Source: an optimization exercise on an open RTL-to-GDS flow (aim: small area, a short achievable clock period and few clock cycles per item). Production flows keep margins and buffers that such runs may drop.
In this exercise RTL edits were held to simulation tests only and were not proved equivalent to the original.

## flow/design.v (module list and top-level ports; edited modules follow where they fit)
// module skim_pixel: 2211 lines
// module fa: 10 lines
module skim_pixel (
    input  wire        clk,
    input  wire        rst,           
    input  wire        in_valid,
    output reg         in_ready,
    input  wire [13:0] in_code,       
    input  wire        in_ovr,        
    input  wire [15:0] in_tapm_ofs,   
    input  wire [15:0] in_tapm_gain,  
    input  wire [15:0] in_dark,       
    input  wire [15:0] in_gain,       
    input  wire        in_dead,       
    input  wire        in_bypass,     
    input  wire        in_last,       
    output reg         out_valid,
    input  wire        out_ready,
    output reg  [15:0] out_pix,
    output reg         out_sat,       
    output reg         out_dead,      
    output reg         out_nsat,      
    output reg         out_last
);
  // ...
==> flow/flow/run.sh <==
#!/bin/bash
# The standard layout (standard synthesis included), with timing repair
# aiming at a 13 ns period instead of leaving the clock's 47 ns of slack unused,
# and faster port buffers. Each step's full output goes to ORFS's own logs
# under orfs/logs; make's output goes to standard.log.
set -euo pipefail
bash standard.sh SETUP_SLACK_MARGIN=47 "BUFFER_PORTS_ARGS=-buffer_cell sky130_fd_sc_hd__buf_2" finish > standard.log 2>&1
==> flow/standard.sh <==
#!/bin/bash
# synth_recipe.tcl (not shown) runs the flow's synth.tcl, then flattens the netlist and writes it again
# the make line also repeats each setting of config.mk as NAME=value (left out here)
make -C /OpenROAD-flow-scripts/flow DESIGN_CONFIG=/design/flow/config.mk WORK_HOME=/design/flow/orfs CLKGATE_MAP_FILE= SYNTH_SCRIPT=/design/flow/synth_recipe.tcl "${@:-finish}"
==> flow/config.mk <==
export PLATFORM = sky130hd
export DESIGN_NAME = skim_pixel
export DESIGN_NICKNAME = skim_pixel
export VERILOG_FILES = /design/flow/design.v
export SDC_FILE = /design/flow/constraint.sdc
export NUM_CORES = 4
export LEC_CHECK = 0
export CAP_MARGIN = 20
export CORE_MARGIN = 2
export CORE_UTILIZATION = 40
export CTS_BUF_LIST = sky130_fd_sc_hd__clkbuf_8
export SLEW_MARGIN = 20
export SYNTH_HIERARCHICAL = 1
==> flow/constraint.sdc <==
create_clock -name core_clock -period 60.0 [get_ports {clk}]
set_input_delay 12.0000 -clock core_clock [delete_from_list [all_inputs] [get_ports {clk}]]
set_output_delay 12.0000 -clock core_clock [all_outputs]
set_load 0.01 [all_outputs]
==> flow_summary.ini, run 1 <==
[clocking]
numCtsBuffers = 17
clk_pin_slew_ns = 0.12
worstSkewPairLatency_ns = 0.58
cts_max_level = 4

[layout]
multi_input_area_um2 = 18300
final_cell_mix = 507 x nand2_1, 465 x fa_1, 190 x inv_1
drive_gt1_share_pct = 8.79
multi_input_area_share_pct = 68.6
final_area_um2 = 26600
final-seq-area_um2 = 5370
clk_share_pct = 1.48
nMultiInputCombCells = 1902
nets = 3165

[route]
wirelength_um = 63900
top_layer = met4
drc_errors = 0
wl_met1_um = 26100

[sta]
setup_violations = 0
rsz0062_at_grt = true

[die]
die_y_um = 253

[logic_synthesis]
synthMuxAreaShare_pct = 1.07
yosys.cell_count.top_type = nand2_1
ys_top_cells_by_count = 508 x nand2_1, 465 x fa_1, 189 x inv_1
ys.flop_type = edfxtp_1

[hold_path]
min_path_cells = 0

[worst_setup_path]
regToRegSetupSlack_ns = 48.77
r2r_cells = 34

[global_route]
first_global_vias = 19811
grt_pass1_wl_um = 105000

[placement]
pre_cts_ws_ns = 46.68

[outcome]
status = complete, no violations
Testbench counts, summed over its fixed seeds: cycles 32,733, items 30,720.
==> inputs of run 2 (changes only) <==
--- a/flow/config.mk
+++ b/flow/config.mk
@@ -7,7 +7,6 @@
 export LEC_CHECK = 0
 export CAP_MARGIN = 20
 export CORE_MARGIN = 2
-export CORE_UTILIZATION = 40
-export CTS_BUF_LIST = sky130_fd_sc_hd__clkbuf_8
+export CORE_UTILIZATION = 60
 export SLEW_MARGIN = 20
 export SYNTH_HIERARCHICAL = 1
==> flow_summary.ini, run 2 <==
[layout]
diodes = 0
final_cell_mix = 507 x nand2_1, 465 x fa_1, 189 x inv_1
area_growth_pct = 7.01
n_fill_cell = 3318
nets = 3161
drive_gt1_share_pct = 8.56
final_common_cell = nand2_1
final_area_um2 = 26500

[worst_setup_path]
crit_chain = buf_2
start_kind = register
path_delay_family = flip-flops
path_depth = 1
required_ns = 48.00
r2r_cells = 34
r2r_start = p0_ofs_n[0]
worstSetupEndpointType = output port
critPathMaxFanout = 3
r2r-end = p1_x[5]
regToRegSetupSlack_ns = 48.75
crit_type = reg2out
arrival_ns = 1.14
crit_slowest_cell = edfxtp_1
critPathBufInv = 1
max_stage_delay_ns = 0.48

[placement]
placed_area_um2 = 25700
pre_cts_ws_ns = 46.66
port_buffers = 107
hpwl_um = 46000
globalplace.congestion = 0.847

[global_route]
first_global_vias = 19696
groute.usage.overall_pct = 30.2
grt_max_degree = 59
grt_pass1_wl_um = 99500
grt_overflow = 0
antenna_found_initial = 0

[logic_synthesis]
synth_largest_area_cell = fa_1
ys.flop_type = edfxtp_1
yosys.area_share.adder_pct = 46.3
ys_top_cells_by_count = 508 x nand2_1, 465 x fa_1, 189 x inv_1
synth_compound_area_share_pct = 8.76
synthMuxAreaShare_pct = 1.07
ys_types = 73
synth_nets = 3111
netlist_area_um2 = 24700
ys_ff_latch = 184
synth_top_family_by_area = adder cells
yosysWarnings = 7
yosys.area_share.simple_pct = 15.4
synth_top_area_share_pct = 37.7
syn_avg_cell_area_um2 = 10.3
yosys.cell_count.top_type = nand2_1
synth.area.top_cells = fa_1 38%, edfxtp_1 20%, ha_1 8.6%, nand2_1 7.7%, inv_1 2.9%
synth_edf_count = 168
synthCells = 2390
async_flop_share_pct = 0
synth_xor_area_share_pct = 2.16
synth-seq-area-share_pct = 21.7

[route]
ant_nets = 0
drc_errors = 0
vias_per_cell = 5.97
drtPass1Iterations = 5
drt_iter0_drc = 1395
wire_per_inst_um = 20.4
vias = 17816
wirelength_um = 60800

[die]
die_y_um = 207
coreArea_um2 = 40700
rows = 74
ios = 108
die_area_um2 = 42800
die_w_um = 207
start_util_pct = 60.7

[sta]
max_freq_mhz = 76.1
maxSlewHeadroom_pct = 30.1
setup_violations = 0
drv_slew = 0
period_needed_ns = 13.14
worst_pin_slew_ns = 1.05
rsz0062_at_grt = true
hold_viol_final = 0
fin_crit_sh_pct = 21.9
tns_ns = 0
finalWorstSetupSlack_ns = 46.86
fin_worst_skew_ns = 0.0191

[run]
max_cap_violations = 0

[clocking]
cts_max_level = 4
cts_root_buffer = clkbuf_16
cts_hold_buffers = 0
clock_sinks = 184
cts_tree = done
clk_pin_slew_ns = 0.08
clockBufferDepth = 2
numCtsBuffers = 17
worstSkewPairLatency_ns = 0.47

[outcome]
status = complete, no violations

[hold_path]
min_path_type = reg2reg
hold_path.startpoint = p0_gain[4]
min_path_cells = 0
hold_end = p1_gain[4]
[run 2: routing by layer]
layer / up-vias / track usage, % / wire (µm)
met2: 672 / 52.7 / 30800
met4: 0 / 9.73 / 1410
met3: 105 / 4.68 / 3920
met5: - / 0 / 0
li1: 7963 / - / -
met1: 9076 / 38.8 / 24700
[run 2: stage by stage]
step                instances  utilization, %  hold slack (ns)
global route             2985            64.9            0.428
floorplan                2390               -            0.400
detailed placement       2933            63.0            0.406
CTS                      2980            64.8            0.421
finish                   2985            64.9            0.421
global placement         2933            63.0            0.404
[run 2: how the worst max path moves through the flow]
stage,from,end,slack (ns)
after floorplan,out_ready,out_nsat,47.09
after global placement,out_ready,out_nsat,46.70
after detailed placement,out_ready,out_nsat,46.66
after CTS,out_pix[11],out_pix[11],46.82
after global routing,out_pix[11],out_pix[11],46.81
final,out_pix[11],out_pix[11],46.86
[run 2: timing repair]
| action | 4_1_cts | 5_1_grt |
|---|---|---|
| endpoints found under the setup margin | 19 | 20 |
| buffers inserted | 15 | 5 |
| endpoints found under the hold margin | 0 | 0 |
| resized for setup | 4 | 2 |
[run 2: logic make-up after synthesis]
group,count (synthesis)
AND/OR/NAND/NOR,850
adder cells (fa/ha/maj),635
AO/OA/AOI/OAI,331
buffers and inverters,304
flip-flops,184
XOR/XNOR,61
multiplexers,25
[run 2: modules after synthesis, one instance, submodules excluded]
| module | times used | cells | flip-flops and latches |
|---|---|---|---|
| fa | 418 | 1 | 0 |
| skim_pixel | 1 | 1972 | 184 |
[run 2: area by class of cell]
type                            instances  area, µm²  area share (%)
Sequential cell                       184       5370            20.3
Tap cell                              532        666            2.52
Inverter                              189        709            2.68
Multi-Input combinational cell       1902      18300            69.0
Clock buffer                           17        425            1.61
Timing Repair Buffer                  146        847            3.20
Clock inverter                         15        185           0.700
==> inputs of run 3 (changes only) <==
--- a/flow/config.mk
+++ b/flow/config.mk
@@ -7,6 +7,6 @@
 export LEC_CHECK = 0
 export CAP_MARGIN = 20
 export CORE_MARGIN = 2
-export CORE_UTILIZATION = 60
+export CORE_UTILIZATION = 40
 export SLEW_MARGIN = 20
 export SYNTH_HIERARCHICAL = 1
==> flow_summary.ini, run 3 <==
[route]
vias_per_cell = 5.52
drc_errors = 0
drtPass1Iterations = 7
wirelength_um = 63900
vias = 17935
drt_iter0_drc = 1473
wire_per_inst_um = 19.7
ant_nets = 0

[global_route]
grt_overflow = 0
first_global_vias = 19749
antenna_found_initial = 0
grt_pass1_wl_um = 105000
grt_max_degree = 82
groute.usage.overall_pct = 21.0

[sta]
period_needed_ns = 13.13
fin_worst_skew_ns = 0.0214
max_freq_mhz = 76.2
setup_violations = 0
drv_slew = 0
rsz0062_at_grt = true
holdWs_ns = 0.422
tns_ns = 0
worst_pin_slew_ns = 0.936
fin_crit_sh_pct = 21.9
hold_viol_final = 0
maxSlewHeadroom_pct = 37.4

[logic_synthesis]
ys_types = 73
yosysWarnings = 7
ys_ff_latch = 184
syn_avg_cell_area_um2 = 10.3
synth_top_area_share_pct = 37.7
ys.flop_type = edfxtp_1
synth_largest_area_cell = fa_1
synth.area.top_cells = fa_1 38%, edfxtp_1 20%, ha_1 8.6%, nand2_1 7.7%, inv_1 2.9%
netlist_area_um2 = 24700
async_flop_share_pct = 0
synthCells = 2390
synth_edf_count = 168
ys_top_cells_by_count = 508 x nand2_1, 465 x fa_1, 189 x inv_1
synth-seq-area-share_pct = 21.7
yosys.cell_count.top_type = nand2_1
synth_nets = 3111

[placement]
port_buffers = 107
globalplace.congestion = 0.869
hpwl_um = 48600
dp_cells = 3192

[die]
ios = 108
coreArea_um2 = 61400
die_w_um = 253
start_util_pct = 40.3
die_area_um2 = 63800
rows = 91
die_y_um = 253

[clocking]
numCtsBuffers = 17
worstSkewPairLatency_ns = 0.50
clk_pin_slew_ns = 0.08
clockBufferDepth = 2
cts_max_level = 4
cts_tree = done
cts_hold_buffers = 0
clock_sinks = 184
cts_root_buffer = clkbuf_16

[worst_setup_path]
max_stage_delay_ns = 0.46
crit_start = out_sat
arrival_ns = 1.13
required_ns = 48.00
path_delay_family = flip-flops
regToRegSetupSlack_ns = 48.77
r2r_cells = 34
worstSetupEndpointType = output port
critPathMaxFanout = 2
r2r-end = p1_x[9]
crit_slowest_cell = edfxtp_1
path_depth = 1
r2r_start = p0_ofs_n[0]
start_kind = register
critPathBufInv = 1
crit_chain = buf_2
crit_type = reg2out
crit_end = out_sat

[layout]
final_common_cell = nand2_1
drive_gt1_share_pct = 8.79
final_util_pct = 43.6
final_cell_mix = 507 x nand2_1, 465 x fa_1, 189 x inv_1
final_cells = 3247
nets = 3165
area_growth_pct = 8.37
diodes = 0
n_fill_cell = 5764

[hold_path]
min_path_type = reg2reg

[run]
max_cap_violations = 0

[outcome]
status = complete, no violations
## run 3: cell counts after synthesis
Identical to the previous run, type by type.
## run 3: worst min-delay path by stage
stage	from	to	slack, ns	cells past startpoint
floorplan	p0_gain[0]	p1_gain[0]	0.40	0
global placement	p0_gain[2]	p1_gain[2]	0.41	0
detailed placement	p0_gain[6]	p1_gain[6]	0.41	0
CTS	p0_gain[6]	p1_gain[6]	0.42	0
global route	p0_gain[6]	p1_gain[6]	0.43	0
finish	p0_gain[6]	p1_gain[6]	0.42	0
## run 3: what timing repair did
item | CTS | global route
setup buffers | 17 | 6
setup endpoints to repair | 22 | 20
cloned | 0 | 0
gates resized for setup | 6 | 3
## run 3: modules after synthesis (local to each module, per instance)
module	cell area [µm²]	flip-flops and latches	cells inside
fa	20.0	0	1
skim_pixel	16400	184	1972
## run 3: through the flow
stage	setup WS (ns)	instance area, µm²
final	46.87	26800
after global routing	46.84	26800
after detailed placement	46.68	26000
after floorplan	47.09	24700
after global placement	46.73	26000
after CTS	46.84	26700
## run 3: final cells by class
type	count	area (µm²)	area share, %
inverter	189	709	2.65
timing repair buffer	150	887	3.31
multi-input combinational	1902	18300	68.1
sequential	184	5370	20.0
clock inverter	13	126	0.472
tap	790	988	3.69
clock buffer	19	454	1.70
## run 3: cells by family (layout without fill, tap and decap cells)
group | count (synthesis) | in the layout | synth area share [%]
fa+ha+maj | 635 | 635 | 46.3
mux | 25 | 25 | 1.07
flops | 184 | 184 | 21.7
compound gates | 331 | 331 | 8.76
simple gates | 850 | 850 | 15.4
buf+inv | 304 | 371 | 4.63
xor+xnor | 61 | 61 | 2.16
## run 3: routing by layer
metal | vias to the layer above | wire, µm | track usage (%)
met5 | - | 0 | 0
met4 | 0 | 1490 | 6.66
met3 | 101 | 3590 | 3.63
met2 | 634 | 32500 | 36.5
met1 | 9247 | 26300 | 26.6
li1 | 7953 | - | -
==> inputs of run 4 (changes only) <==
==> flow/flow/run.sh (replaced) <==
#!/bin/bash
# The standard layout (standard synthesis included), with timing repair
# aiming at a 13 ns period instead of leaving the clock's 47 ns of slack unused,
# and faster port buffers. Each step's full output goes to ORFS's own logs
# under orfs/logs; make's output goes to standard.log.
set -euo pipefail
bash standard.sh SETUP_SLACK_MARGIN=47 "BUFFER_PORTS_ARGS=-buffer_cell sky130_fd_sc_hd__buf_1" finish > standard.log 2>&1
==> flow_summary.ini, run 4 <==
[logic_synthesis]
synthCells = 2390
synth-seq-area-share_pct = 21.7
ys.flop_type = edfxtp_1
syn_avg_cell_area_um2 = 10.3
synth_top_area_share_pct = 37.7
async_flop_share_pct = 0
yosys.cell_count.top_type = nand2_1
synth.area.top_cells = fa_1 38%, edfxtp_1 20%, ha_1 8.6%, nand2_1 7.7%, inv_1 2.9%
yosysWarnings = 7
synth_edf_count = 168
netlist_area_um2 = 24700
ys_ff_latch = 184
ys_top_cells_by_count = 508 x nand2_1, 465 x fa_1, 189 x inv_1
ys_types = 73
synth_nets = 3111
synth_largest_area_cell = fa_1

[die]
die_w_um = 253
die_y_um = 253
rows = 91
ios = 108
start_util_pct = 40.3
coreArea_um2 = 61400
die_area_um2 = 63800

[worst_setup_path]
critPathBufInv = 1
crit_type = reg2out
crit_start = out_pix[10]
required_ns = 48.00
path_depth = 1
crit_slowest_cell = edfxtp_1
r2r_cells = 34
start_kind = register
crit_chain = clkbuf_2
arrival_ns = 1.12
max_stage_delay_ns = 0.44
path_delay_family = flip-flops
worstSetupEndpointType = output port
r2r_start = p0_ofs_n[0]
critPathMaxFanout = 2

[global_route]
grt_overflow = 0
groute.usage.overall_pct = 20.9
grt_max_degree = 82
grt_pass1_wl_um = 104000
antenna_found_initial = 0
first_global_vias = 19689

[hold_path]
min_path_cells = 0
min_path_type = reg2reg
hold_path.startpoint = p0_gain[0]

[layout]
area_growth_pct = 7.89
diodes = 0
final_cell_mix = 507 x nand2_1, 465 x fa_1, 189 x inv_1
final_common_cell = nand2_1
final_util_pct = 43.5
nets = 3158
drive_gt1_share_pct = 4.94

[sta]
fin_crit_sh_pct = 21.9
fin_worst_skew_ns = 0.0410
tns_ns = 0
max_freq_mhz = 76.2
setup_violations = 0
rsz0062_at_grt = true
drv_slew = 0
finalWorstSetupSlack_ns = 46.88
hold_viol_final = 0
maxSlewHeadroom_pct = 30.4
period_needed_ns = 13.12
worst_pin_slew_ns = 1.04

[clocking]
clock_sinks = 184
numCtsBuffers = 17
worstSkewPairLatency_ns = 0.52
cts_max_level = 4
clk_pin_slew_ns = 0.10
cts_tree = done
clockBufferDepth = 2
cts_root_buffer = clkbuf_16

[route]
vias = 17811
vias_per_cell = 5.50
wirelength_um = 63700
drt_iter0_drc = 1300
ant_nets = 0
drtPass1Iterations = 6
wire_per_inst_um = 19.7
drc_errors = 0

[run]
max_cap_violations = 0

[placement]
globalplace.congestion = 0.866
pre_cts_ws_ns = 46.71
port_buffers = 107
hpwl_um = 48600

[outcome]
status = complete, no violations
run 4: cell counts after synthesis:
No cell type changed its count.
run 4: logic make-up (layout without fill, tap and decap cells):
kind of cell	Yosys count	count (layout)	synth area share, %
and+or+nand+nor	850	850	15.4
adders and majority gates	635	635	46.3
AOI/OAI and AO/OA	331	331	8.76
buffers and inverters	304	364	4.63
DFF	184	184	21.7
xor gates and xnor gates	61	61	2.16
muxes	25	25	1.07
run 4: final timing paths:
kind | end | slack (ns)
setup / recovery | out_pix[10] | 46.88
setup reg to reg | p1_x[3] | 48.74
hold reg to reg | p1_gain[0] | 0.43
hold / removal | p1_gain[0] | 0.43
run 4: per-module statistics from Yosys, one instance, submodules excluded:
| module | area, µm² | times used |
|---|---|---|
| fa | 20.0 | 418 |
| skim_pixel | 16400 | 1 |
run 4: timing repair:
item                                    CTS  global route
buffers inserted                         16             2
resized for setup                        13            14
cloned                                    0             0
endpoints found under the setup margin   22            21
hold buffers                              0             0
run 4: final cells by class:
class	instances	area [µm²]
fillers	5799	34700
clock inverters	15	195
repair buffers	143	724
multi-input cells	1902	18300
well taps	790	988
inverters	189	709
flip-flops and latches	184	5370
clock buffers	17	425
run 4: metrics by stage:
step,instance area [µm²],hold WS [ns],std cells
finish,26700,0.427,3240
global route,26700,0.441,3240
CTS,26600,0.429,3238
detailed placement,25900,0.413,3190
global placement,25900,0.410,3190
floorplan,24700,0.400,2390
run 4: layer usage:
| layer | share of wire (%) | vias to the layer above | track usage (%) |
|---|---|---|---|
| met5 | 0 | - | 0 |
| met4 | 2.5 | 0 | 7.05 |
| met3 | 5.8 | 100 | 2.90 |
| met2 | 51 | 645 | 36.9 |
| met1 | 41 | 9128 | 26.2 |
| li1 | - | 7938 | - |
==> inputs of run 5 (changes only) <==
--- a/flow/config.mk
+++ b/flow/config.mk
@@ -8,5 +8,6 @@
 export CAP_MARGIN = 20
 export CORE_MARGIN = 2
 export CORE_UTILIZATION = 40
+export CTS_CLUSTER_SIZE = 80
 export SLEW_MARGIN = 20
 export SYNTH_HIERARCHICAL = 1
==> flow_summary.ini, run 5 <==
[outcome]
status = complete, no violations

[sta]
worst_pin_slew_ns = 1.04
rsz0062_at_grt = true
finalWorstSetupSlack_ns = 46.88
hold_viol_final = 0
maxSlewHeadroom_pct = 30.4
fin_crit_sh_pct = 21.9
fin_worst_skew_ns = 0.0410
period_needed_ns = 13.12
setup_violations = 0
tns_ns = 0
max_freq_mhz = 76.2
drv_slew = 0

[logic_synthesis]
yosys.area_share.adder_pct = 46.3
synthMuxAreaShare_pct = 1.07
synth_compound_area_share_pct = 8.76
netlist_area_um2 = 24700
async_flop_share_pct = 0
ys.flop_type = edfxtp_1
syn_avg_cell_area_um2 = 10.3
synth_nets = 3111
synth_xor_area_share_pct = 2.16
synth_top_family_by_area = adder cells
synth_largest_area_cell = fa_1
synth-seq-area-share_pct = 21.7
synth_top_area_share_pct = 37.7
yosysWarnings = 7
ys_ff_latch = 184
synthCells = 2390
yosys.area_share.simple_pct = 15.4
yosys.cell_count.top_type = nand2_1
synth.area.top_cells = fa_1 38%, edfxtp_1 20%, ha_1 8.6%, nand2_1 7.7%, inv_1 2.9%
synth_edf_count = 168
ys_types = 73
ys_top_cells_by_count = 508 x nand2_1, 465 x fa_1, 189 x inv_1

[clocking]
cts_root_buffer = clkbuf_16
worstSkewPairLatency_ns = 0.52
clockBufferDepth = 2
clk_pin_slew_ns = 0.10
cts_tree = done
clock_sinks = 184
numCtsBuffers = 17
cts_max_level = 4

[worst_setup_path]
path_depth = 1
arrival_ns = 1.12
regToRegSetupSlack_ns = 48.74
max_stage_delay_ns = 0.44
path_delay_family = flip-flops
crit_slowest_cell = edfxtp_1
required_ns = 48.00
crit_start = out_pix[10]
worstSetupEndpointType = output port
r2r_cells = 34
r2r_start = p0_ofs_n[0]
r2r-end = p1_x[3]
critPathMaxFanout = 2
crit_type = reg2out
crit_chain = clkbuf_2
critPathBufInv = 1
start_kind = register

[run]
max_cap_violations = 0

[global_route]
grt_pass1_wl_um = 104000
groute.usage.overall_pct = 20.9
first_global_vias = 19689
antenna_found_initial = 0
grt_overflow = 0
grt_max_degree = 82

[layout]
final_common_cell = nand2_1
n_fill_cell = 5799
nets = 3158
area_growth_pct = 7.89
diodes = 0
final_area_um2 = 26700
final_cell_mix = 507 x nand2_1, 465 x fa_1, 189 x inv_1
drive_gt1_share_pct = 4.94
final_util_pct = 43.5

[placement]
port_buffers = 107
placed_area_um2 = 25900
pre_cts_ws_ns = 46.71
hpwl_um = 48600
globalplace.congestion = 0.866

[die]
die_w_um = 253
ios = 108
die_y_um = 253
coreArea_um2 = 61400
die_area_um2 = 63800
start_util_pct = 40.3
rows = 91

[route]
drtPass1Iterations = 6
ant_nets = 0
drc_errors = 0
wirelength_um = 63700
wire_per_inst_um = 19.7
vias = 17811
vias_per_cell = 5.50
drt_iter0_drc = 1300

[hold_path]
min_path_cells = 0
hold_end = p1_gain[0]
hold_path.startpoint = p0_gain[0]
min_path_type = reg2reg
## run 5: cell counts in the layout (fill, tap and decap cells not counted)
Identical to the previous run, type by type.
## run 5: timing repair
action	CTS	global route
hold buffers	0	0
setup buffers	16	2
endpoints found under the setup margin	22	21
resized for setup	13	14
pin swaps	0	0
## run 5: how the worst max path moves through the flow
stage | slack (ns) | end
after floorplan | 47.09 | out_nsat
after global placement | 46.72 | out_nsat
after detailed placement | 46.71 | out_nsat
after CTS | 46.85 | out_sat
after global routing | 46.83 | out_pix[10]
final | 46.88 | out_pix[10]
## run 5: cell type report
class / count / area (µm²) / area share, %
clock buffer: 17 / 425 / 1.60
clock inverter: 15 / 195 / 0.732
inverter: 189 / 709 / 2.66
multi-input combinational: 1902 / 18300 / 68.5
sequential: 184 / 5370 / 20.1
tap: 790 / 988 / 3.71
timing repair buffer: 143 / 724 / 2.72
## run 5: kinds of logic after synthesis
| logic type | count (synthesis) |
|---|---|
| buffers and inverters | 304 |
| muxes | 25 |
| AOI/OAI and AO/OA | 331 |
| xor gates and xnor gates | 61 |
| DFF | 184 |
| adders and majority gates | 635 |
| and+or+nand+nor | 850 |
## run 5: layer usage
layer | track usage [%] | share of wire (%) | vias to the layer above
li1 | - | - | 7938
met1 | 26.2 | 41 | 9128
met2 | 36.9 | 51 | 645
met3 | 2.90 | 5.8 | 100
met4 | 7.05 | 2.5 | 0
met5 | 0 | 0 | -
## run 5: per-module statistics from Yosys (local to each module, per instance)
module,area (µm²),flip-flops and latches
fa,20.0,0
skim_pixel,16400,184
## run 5: through the flow
| stage | hold WS, ns | std cells |
|---|---|---|
| after floorplan | 0.400 | 2390 |
| after global placement | 0.410 | 3190 |
| after detailed placement | 0.413 | 3190 |
| after CTS | 0.429 | 3238 |
| after global routing | 0.441 | 3240 |
| final | 0.427 | 3240 |
==> inputs of run 6 (changes only) <==
--- a/flow/config.mk
+++ b/flow/config.mk
@@ -8,6 +8,6 @@
 export CAP_MARGIN = 20
 export CORE_MARGIN = 2
 export CORE_UTILIZATION = 40
-export CTS_CLUSTER_SIZE = 80
+export CTS_CLUSTER_SIZE = 40
 export SLEW_MARGIN = 20
 export SYNTH_HIERARCHICAL = 1
==> flow_summary.ini, run 6 <==
[outcome]
status = complete, no violations

[die]
die_y_um = 253
rows = 91
die_w_um = 253
ios = 108
die_area_um2 = 63800
start_util_pct = 40.3
coreArea_um2 = 61400

[route]
drc_errors = 0
drtPass1Iterations = 6
vias_per_cell = 5.50
ant_nets = 0
vias = 17811
wire_per_inst_um = 19.7
drt_iter0_drc = 1300
wirelength_um = 63700

[sta]
max_freq_mhz = 76.2
hold_viol_final = 0
drv_slew = 0
tns_ns = 0
holdWs_ns = 0.427
fin_worst_skew_ns = 0.0410
setup_violations = 0
fin_crit_sh_pct = 21.9
rsz0062_at_grt = true
finalWorstSetupSlack_ns = 46.88
worst_pin_slew_ns = 1.04
period_needed_ns = 13.12
maxSlewHeadroom_pct = 30.4

[run]
max_cap_violations = 0

[global_route]
first_global_vias = 19689
grt_max_degree = 82
grt_pass1_wl_um = 104000
grt_overflow = 0
antenna_found_initial = 0
groute.usage.overall_pct = 20.9

[worst_setup_path]
start_kind = register
crit_slowest_cell = edfxtp_1
arrival_ns = 1.12
crit_chain = clkbuf_2
required_ns = 48.00
max_stage_delay_ns = 0.44
worstSetupEndpointType = output port
critPathBufInv = 1
path_delay_family = flip-flops
regToRegSetupSlack_ns = 48.74
crit_type = reg2out
critPathMaxFanout = 2

[clocking]
clock_sinks = 184
cts_max_level = 4
clk_pin_slew_ns = 0.10
cts_root_buffer = clkbuf_16
clockBufferDepth = 2
worstSkewPairLatency_ns = 0.52
numCtsBuffers = 17
cts_hold_buffers = 0
cts_tree = done

[layout]
final-seq-area_um2 = 5370
final_cell_mix = 507 x nand2_1, 465 x fa_1, 189 x inv_1
n_fill_cell = 5799
final_common_cell = nand2_1
drive_gt1_share_pct = 4.94
area_growth_pct = 7.89
diodes = 0
nets = 3158
multi_input_area_um2 = 18300

[logic_synthesis]
synthCells = 2390
synth_edf_count = 168
ys_ff_latch = 184
async_flop_share_pct = 0
synth.area.top_cells = fa_1 38%, edfxtp_1 20%, ha_1 8.6%, nand2_1 7.7%, inv_1 2.9%
yosysWarnings = 7
synth_nets = 3111
ys_types = 73
yosys.cell_count.top_type = nand2_1
syn_avg_cell_area_um2 = 10.3
synth_top_area_share_pct = 37.7
ys_top_cells_by_count = 508 x nand2_1, 465 x fa_1, 189 x inv_1
synth-seq-area-share_pct = 21.7
ys.flop_type = edfxtp_1
synth_largest_area_cell = fa_1
netlist_area_um2 = 24700

[placement]
port_buffers = 107
hpwl_um = 48600
pre_cts_ws_ns = 46.71
globalplace.congestion = 0.866

[hold_path]
min_path_type = reg2reg
-- run 6: cell counts after synthesis --
No cell type changed its count.
-- run 6: worst paths after layout --
check                                  from     endpoint  cells after the start
worst max-delay path            out_pix[10]  out_pix[10]                      1
worst min-delay path             p0_gain[0]   p1_gain[0]                      0
worst max register to register  p0_ofs_n[0]      p1_x[3]                     34
worst min register to register   p0_gain[0]   p1_gain[0]                      0
-- run 6: logic make-up after synthesis --
family	share of synthesized area, %
muxes	1.07
DFF	21.7
xor gates and xnor gates	2.16
AOI/OAI and AO/OA	8.76
and+or+nand+nor	15.4
buffers and inverters	4.63
adders and majority gates	46.3
-- run 6: timing repair --
action / 4_1_cts / 5_1_grt
resized for setup: 13 / 14
setup buffers: 16 / 2
setup endpoints to repair: 22 / 21
pin swaps: 0 / 0
-- run 6: per-module statistics from Yosys (local to each module, per instance) --
module / times used / cells inside / area, µm²
fa: 418 / 1 / 20.0
skim_pixel: 1 / 1972 / 16400
-- run 6: cell type report --
| cell class | count | share of cell area (%) |
|---|---|---|
| multi-input combinational | 1902 | 68.5 |
| clock inverter | 15 | 0.732 |
| clock buffer | 17 | 1.60 |
| timing repair buffer | 143 | 2.72 |
| sequential | 184 | 20.1 |
| tap | 790 | 3.71 |
| inverter | 189 | 2.66 |
-- run 6: metal layers --
| metal | up-vias | part of all wire [%] | GRT usage (%) |
|---|---|---|---|
| met2 | 645 | 51 | 36.9 |
| li1 | 7938 | - | - |
| met4 | 0 | 2.5 | 7.05 |
| met5 | - | 0 | 0 |
| met1 | 9128 | 41 | 26.2 |
| met3 | 100 | 5.8 | 2.90 |
-- run 6: stage by stage --
step	area, µm²	util [%]	instances
finish	26700	43.5	3240
global route	26700	43.5	3240
CTS	26600	43.4	3238
detailed placement	25900	42.1	3190
global placement	25900	42.1	3190
floorplan	24700	-	2390

## re-timing with driven ports
How much do the figures lean on ideal ports? The routed layouts below were timed once more, with nothing changed but the port constraints. Step 1 sets driving cells, clkbuf_16 on the clock port and buf_2 on the other inputs (assumed; they add their load-dependent delay and slew). Step 2, shift: input delay + t, output delay - t, t = (earliest + latest rising clock arrival at the registers) / 2. This alone moves slack from input paths to output paths. a / b / c = ideal ports / drivers / drivers and shift; a / b = the first two.
| run | shift t [ns] | setup slack, ns | worst setup path after step 2 | worst register clock-pin slew, ns | worst slew at a driven data input, ns |
|---|---|---|---|---|---|
| run 1 | 0.617 | 46.762 / 46.708 / 46.752 | input to register | 0.12 / 0.12 | 0.06 |
| run 2 | 0.518 | 46.864 / 46.807 / 46.687 | input to register | 0.08 / 0.08 | 0.05 |
| run 3 | 0.542 | 46.875 / 46.818 / 46.745 | input to register | 0.09 / 0.09 | 0.06 |
| run 4 | 0.555 | 46.878 / 46.822 / 46.716 | input to register | 0.10 / 0.10 | 0.06 |
| run 5 | 0.555 | 46.878 / 46.822 / 46.716 | input to register | 0.10 / 0.10 | 0.06 |
| run 6 | 0.555 | 46.878 / 46.822 / 46.716 | input to register | 0.10 / 0.10 | 0.06 |
After both steps setup and hold are still met in every run listed. The setup slack of run 2, which loses most, moves by -0.057 ns with the drivers and by -0.177 ns with both steps.
